From an optimization exercise on the open Yosys and OpenROAD flow, aimed at small area, a short achievable clock period and few clock cycles per item; shortcuts taken in it are not production practice. Only simulation tests tie the RTL to the original design; equivalence was not proved.

Setup of before:
==> flow/design.v (excerpt) <==
module seal_sha256 (
    input  wire         clk,
    input  wire         rst,
    input  wire         in_valid,
    output wire         in_ready,
    input  wire [31:0]  in_data,
    input  wire         in_new,
    output wire         out_valid,
    output wire [255:0] digest
);
Size in the first run: ~4700 cells after synthesis, ~1100 flip-flops, ~290 I/O pins, ~0.054 mm² of cells after synthesis.
export LEC_CHECK = 0
export CAP_MARGIN = 20
export CORE_MARGIN = 2
export CORE_UTILIZATION = 60
export CTS_BUF_LIST = sky130_fd_sc_hd__clkbuf_8
export CTS_CLUSTER_DIAMETER = 50
export CTS_CLUSTER_SIZE = 20
export PLACE_DENSITY = 0.75
export SLEW_MARGIN = 20
create_clock -name core_clock -period 10.0 [get_ports {clk}]
standard.sh (not shown) runs the stock make flow with config.mk's settings and CLKGATE_MAP_FILE= SYNTH_SCRIPT=/design/flow/synth_recipe.tcl, a recipe that flattens the netlist after the stock synthesis.
==> flow/flow/run.sh <==
#!/bin/bash
# The standard layout, with two changes to how it is made:
#  - each port is buffered by the smallest buffer (sky130_fd_sc_hd__buf_1)
#    instead of the one buffer_ports picks by default;
#  - timing repair aims for a setup slack of 5.5 ns at the 10 ns clock.
set -euo pipefail
export BUFFER_PORTS_ARGS="-buffer_cell sky130_fd_sc_hd__buf_1"
export SETUP_SLACK_MARGIN=5.5
bash standard.sh > standard_flow.log 2>&1
Having completed the whole flow, before delivered a layout that passed the timing, DRC and antenna checks.
Testbench counts of before, summed over its fixed seeds: cycles 33,312, blocks 512.
Here is what was changed in the inputs of after compared with before.
==> flow/flow/run.sh <==
#!/bin/bash
# The standard layout, with two changes to how it is made:
#  - each port is buffered by the smallest buffer (sky130_fd_sc_hd__buf_1)
#    instead of the one buffer_ports picks by default;
#  - timing repair aims for a setup slack of 5.25 ns at the 10 ns clock.
set -euo pipefail
export BUFFER_PORTS_ARGS="-buffer_cell sky130_fd_sc_hd__buf_1"
export SETUP_SLACK_MARGIN=5.25
bash standard.sh > standard_flow.log 2>&1
==> run notes <==
after vs. before: post-synthesis to final-layout area growth now sits lower; final cycle utilization of the critical path closely matched the old numbers. Looking at most heavily used metal layer in global routing, the met1 result is from after; the met2 one comes from before.

* * *

lane 1:
Another version of the RTL of seal_sha256 (not shown whole).
Size: ~4700 cells after synthesis, about 1100 flip-flops, about 290 I/O pins, about 53000 µm² of cells after synthesis.
==> flow/config.mk <==
export PLATFORM = sky130hd
export DESIGN_NAME = seal_sha256
export DESIGN_NICKNAME = seal_sha256
export VERILOG_FILES = /design/flow/design.v
export SDC_FILE = /design/flow/constraint.sdc
export NUM_CORES = 4
export LEC_CHECK = 0
export CAP_MARGIN = 20
export CORE_MARGIN = 2
export CORE_UTILIZATION = 60
export PLACE_DENSITY = 0.75
export SETUP_SLACK_MARGIN = 5
export SLEW_MARGIN = 20
==> flow/constraint.sdc <==
create_clock -name core_clock -period 10.0 [get_ports {clk}]
set_input_delay 2.0000 -clock core_clock [delete_from_list [all_inputs] [get_ports {clk}]]
set_output_delay 2.0000 -clock core_clock [all_outputs]
set_load 0.01 [all_outputs]
==> flow/flow/run.sh <==
#!/bin/bash
# The standard layout, with each port buffered by the smallest buffer
# (sky130_fd_sc_hd__buf_1) instead of the one buffer_ports picks by default.
set -euo pipefail
export BUFFER_PORTS_ARGS="-buffer_cell sky130_fd_sc_hd__buf_1"
bash standard.sh > standard_flow.log 2>&1
Lane 1 finished every step from synthesis to the final layout, and the layout passed the timing, DRC and antenna checks.
Testbench counts of lane 1, summed over its fixed seeds: cycles 33,312, blocks 512.
Edits applied to the flow inputs when going from lane 1 to lane 2:
Settings: CTS_CLUSTER_SIZE: unset -> 16; SETUP_SLACK_MARGIN: 5 -> unset; CTS_BUF_LIST: unset -> sky130_fd_sc_hd__clkbuf_8; CTS_CLUSTER_DIAMETER: unset -> 40.
==> flow/flow/run.sh <==
#!/bin/bash
# The standard layout, with two changes to how it is made:
#  - each port is buffered by the smallest buffer (sky130_fd_sc_hd__buf_1)
#    instead of the one buffer_ports picks by default;
#  - timing repair aims for a setup slack of 5.25 ns at the 10 ns clock.
set -euo pipefail
export BUFFER_PORTS_ARGS="-buffer_cell sky130_fd_sc_hd__buf_1"
export SETUP_SLACK_MARGIN=5.25
bash standard.sh > standard_flow.log 2>&1
## What came out
- From lane 1 to lane 2 the numbers moved as follows: worst slack at placement moved down.
- On relative slew slack, lane 2 does worse than lane 1.
- The higher slew at the pin with the worst max-slew slack of lane 2 and lane 1 is in lane 2.
- Lane 2 vs lane 1 — number of filler instances in the final layout climbed by a few percent
- The cell with the largest stage delay on the worst path comes out nand2b_1 in one run and fa_1 in the other, namely in lane 1 and lane 2 respectively.
- For lane 1, the startpoint of the worst setup timing path was newblk, unlike lane 2, where it was e[1].
- Going from lane 1 to lane 2, number of cells in the design after placement roughly the same; design area essentially unchanged.
Input-level comparison between lane 3 and lane 2:
Settings: setting SETUP_SLACK_MARGIN to 5 for the first time.
==> flow/flow/run.sh <==
#!/bin/bash
# The standard layout, with each port buffered by the smallest buffer
# (sky130_fd_sc_hd__buf_1) instead of the one buffer_ports picks by default.
set -euo pipefail
export BUFFER_PORTS_ARGS="-buffer_cell sky130_fd_sc_hd__buf_1"
bash standard.sh > standard_flow.log 2>&1
==> run notes <==
- There was hardly any difference in detailed-route wire length on metal 1 between lane 3 and lane 2.
- The run showing the greater minimum clock period is lane 3.
- a[29] as the capture point of the worst path was reported by lane 2, and a[31] by lane 3.
- Fraction of layout instances using a drive strength above 1, lane 3 and lane 2: lower on lane 3
- As far as global route total overflow goes, lane 3 and lane 2 are indistinguishable; the numbers are identical.
- Going from lane 2 to lane 3, the area taken by multi-input logic gates was found to have gone down by 230 µm².
The following lists how lane 4 was set up differently from lane 3:
Settings: a change of CTS_CLUSTER_DIAMETER from 40 to 50; a change of CTS_CLUSTER_SIZE from 16 to 20; a deleted SETUP_SLACK_MARGIN that had been 5.
==> flow/flow/run.sh <==
#!/bin/bash
# The standard layout, with two changes to how it is made:
#  - each port is buffered by the smallest buffer (sky130_fd_sc_hd__buf_1)
#    instead of the one buffer_ports picks by default;
#  - timing repair aims for a setup slack of 5.25 ns at the 10 ns clock.
set -euo pipefail
export BUFFER_PORTS_ARGS="-buffer_cell sky130_fd_sc_hd__buf_1"
export SETUP_SLACK_MARGIN=5.25
bash standard.sh > standard_flow.log 2>&1
### Flow results
- Lane 4: full flow OK, the timing, DRC and antenna checks passed
- newblk as the startpoint of the worst setup timing path was reported by lane 4, and e[1] by lane 3.
- Comparing lane 3 with lane 4, the sequential share of cell area came out essentially unchanged.
- In the tables for lane 4 and lane 3, relative slew slack reads lower with lane 4.
- The run with more routed wire is lane 3, not lane 4.
- The post-synthesis to final-layout area growth of lane 3 and that of lane 4 are within noise of each other.
[inputs] lane 5 vs lane 4
Settings: CTS_CLUSTER_DIAMETER changed from 50 to 40; CTS_CLUSTER_SIZE changed from 20 to 16.
--- a/flow/flow/run.sh
+++ b/flow/flow/run.sh
@@ -5 +5 @@
-#  - timing repair aims for a setup slack of 5.25 ns at the 10 ns clock.
+#  - timing repair aims for a setup slack of 5.5 ns at the 10 ns clock.
@@ -8 +8 @@
-export SETUP_SLACK_MARGIN=5.25
+export SETUP_SLACK_MARGIN=5.5
Notes after the runs:
For lane 5, the uppermost layer routed was met5, unlike lane 4, where it was met4. Re proportion of layout cells with a drive suffix above 1: lane 5 is 3.8 points up on lane 4. From lane 4 to lane 5, final global-route overflow total did not move at all. | first-pass GRT wire length | lane 5 vs lane 4 | worse |. When lane 5 is measured against lane 4, its cell area after layout turns out 3.1% higher. Lane 5 vs. lane 4: final worst-path setup slack dropped 110 ps; utilization after layout picked up an extra 2.1 points; overall routed net length grew by 13%. The insertion delay of the later-clocked pin in the worst-skew pair reported for lane 5 is greater than that of lane 4 by 40 ps. Number of setup violations in the final report delta (lane 5 -> lane 4): insignificant.

## afterwards: timing with drivers on the ports
How much do the figures lean on ideal ports? The routed layouts below were timed once more, with nothing changed but the port constraints. Step 1 assumes that a clkbuf_16 drives the clock port and a buf_2 every other input. Step 2 also shifts input and output timing later by t, the mid clock arrival at the registers, as if the neighbouring blocks saw the same clock. a / b / c = no drivers / after step 1 / after step 2; a / b = the first two.
run | t (ns) | slack for setup (ns) | worst register clock-pin slew, ns | pins driven straight from the clock port
before | 0.873 | 5.220 / 5.220 / 5.220 | 0.12 / 0.12 | 1
after | 0.863 | 5.232 / 5.232 / 5.232 | 0.12 / 0.12 | 1
lane 1 | 0.780 | 5.059 / 5.059 / 5.059 | 0.07 / 0.07 | 1
lane 2 | 0.927 | 5.170 / 5.170 / 5.170 | 0.10 / 0.10 | 1
lane 3 | 0.917 | 5.039 / 5.039 / 5.039 | 0.11 / 0.11 | 1
lane 4 | 0.880 | 5.242 / 5.242 / 5.242 | 0.12 / 0.12 | 1
lane 5 | 0.943 | 5.131 / 5.131 / 5.131 | 0.11 / 0.11 | 1
After both steps setup and hold are still met in every run listed.
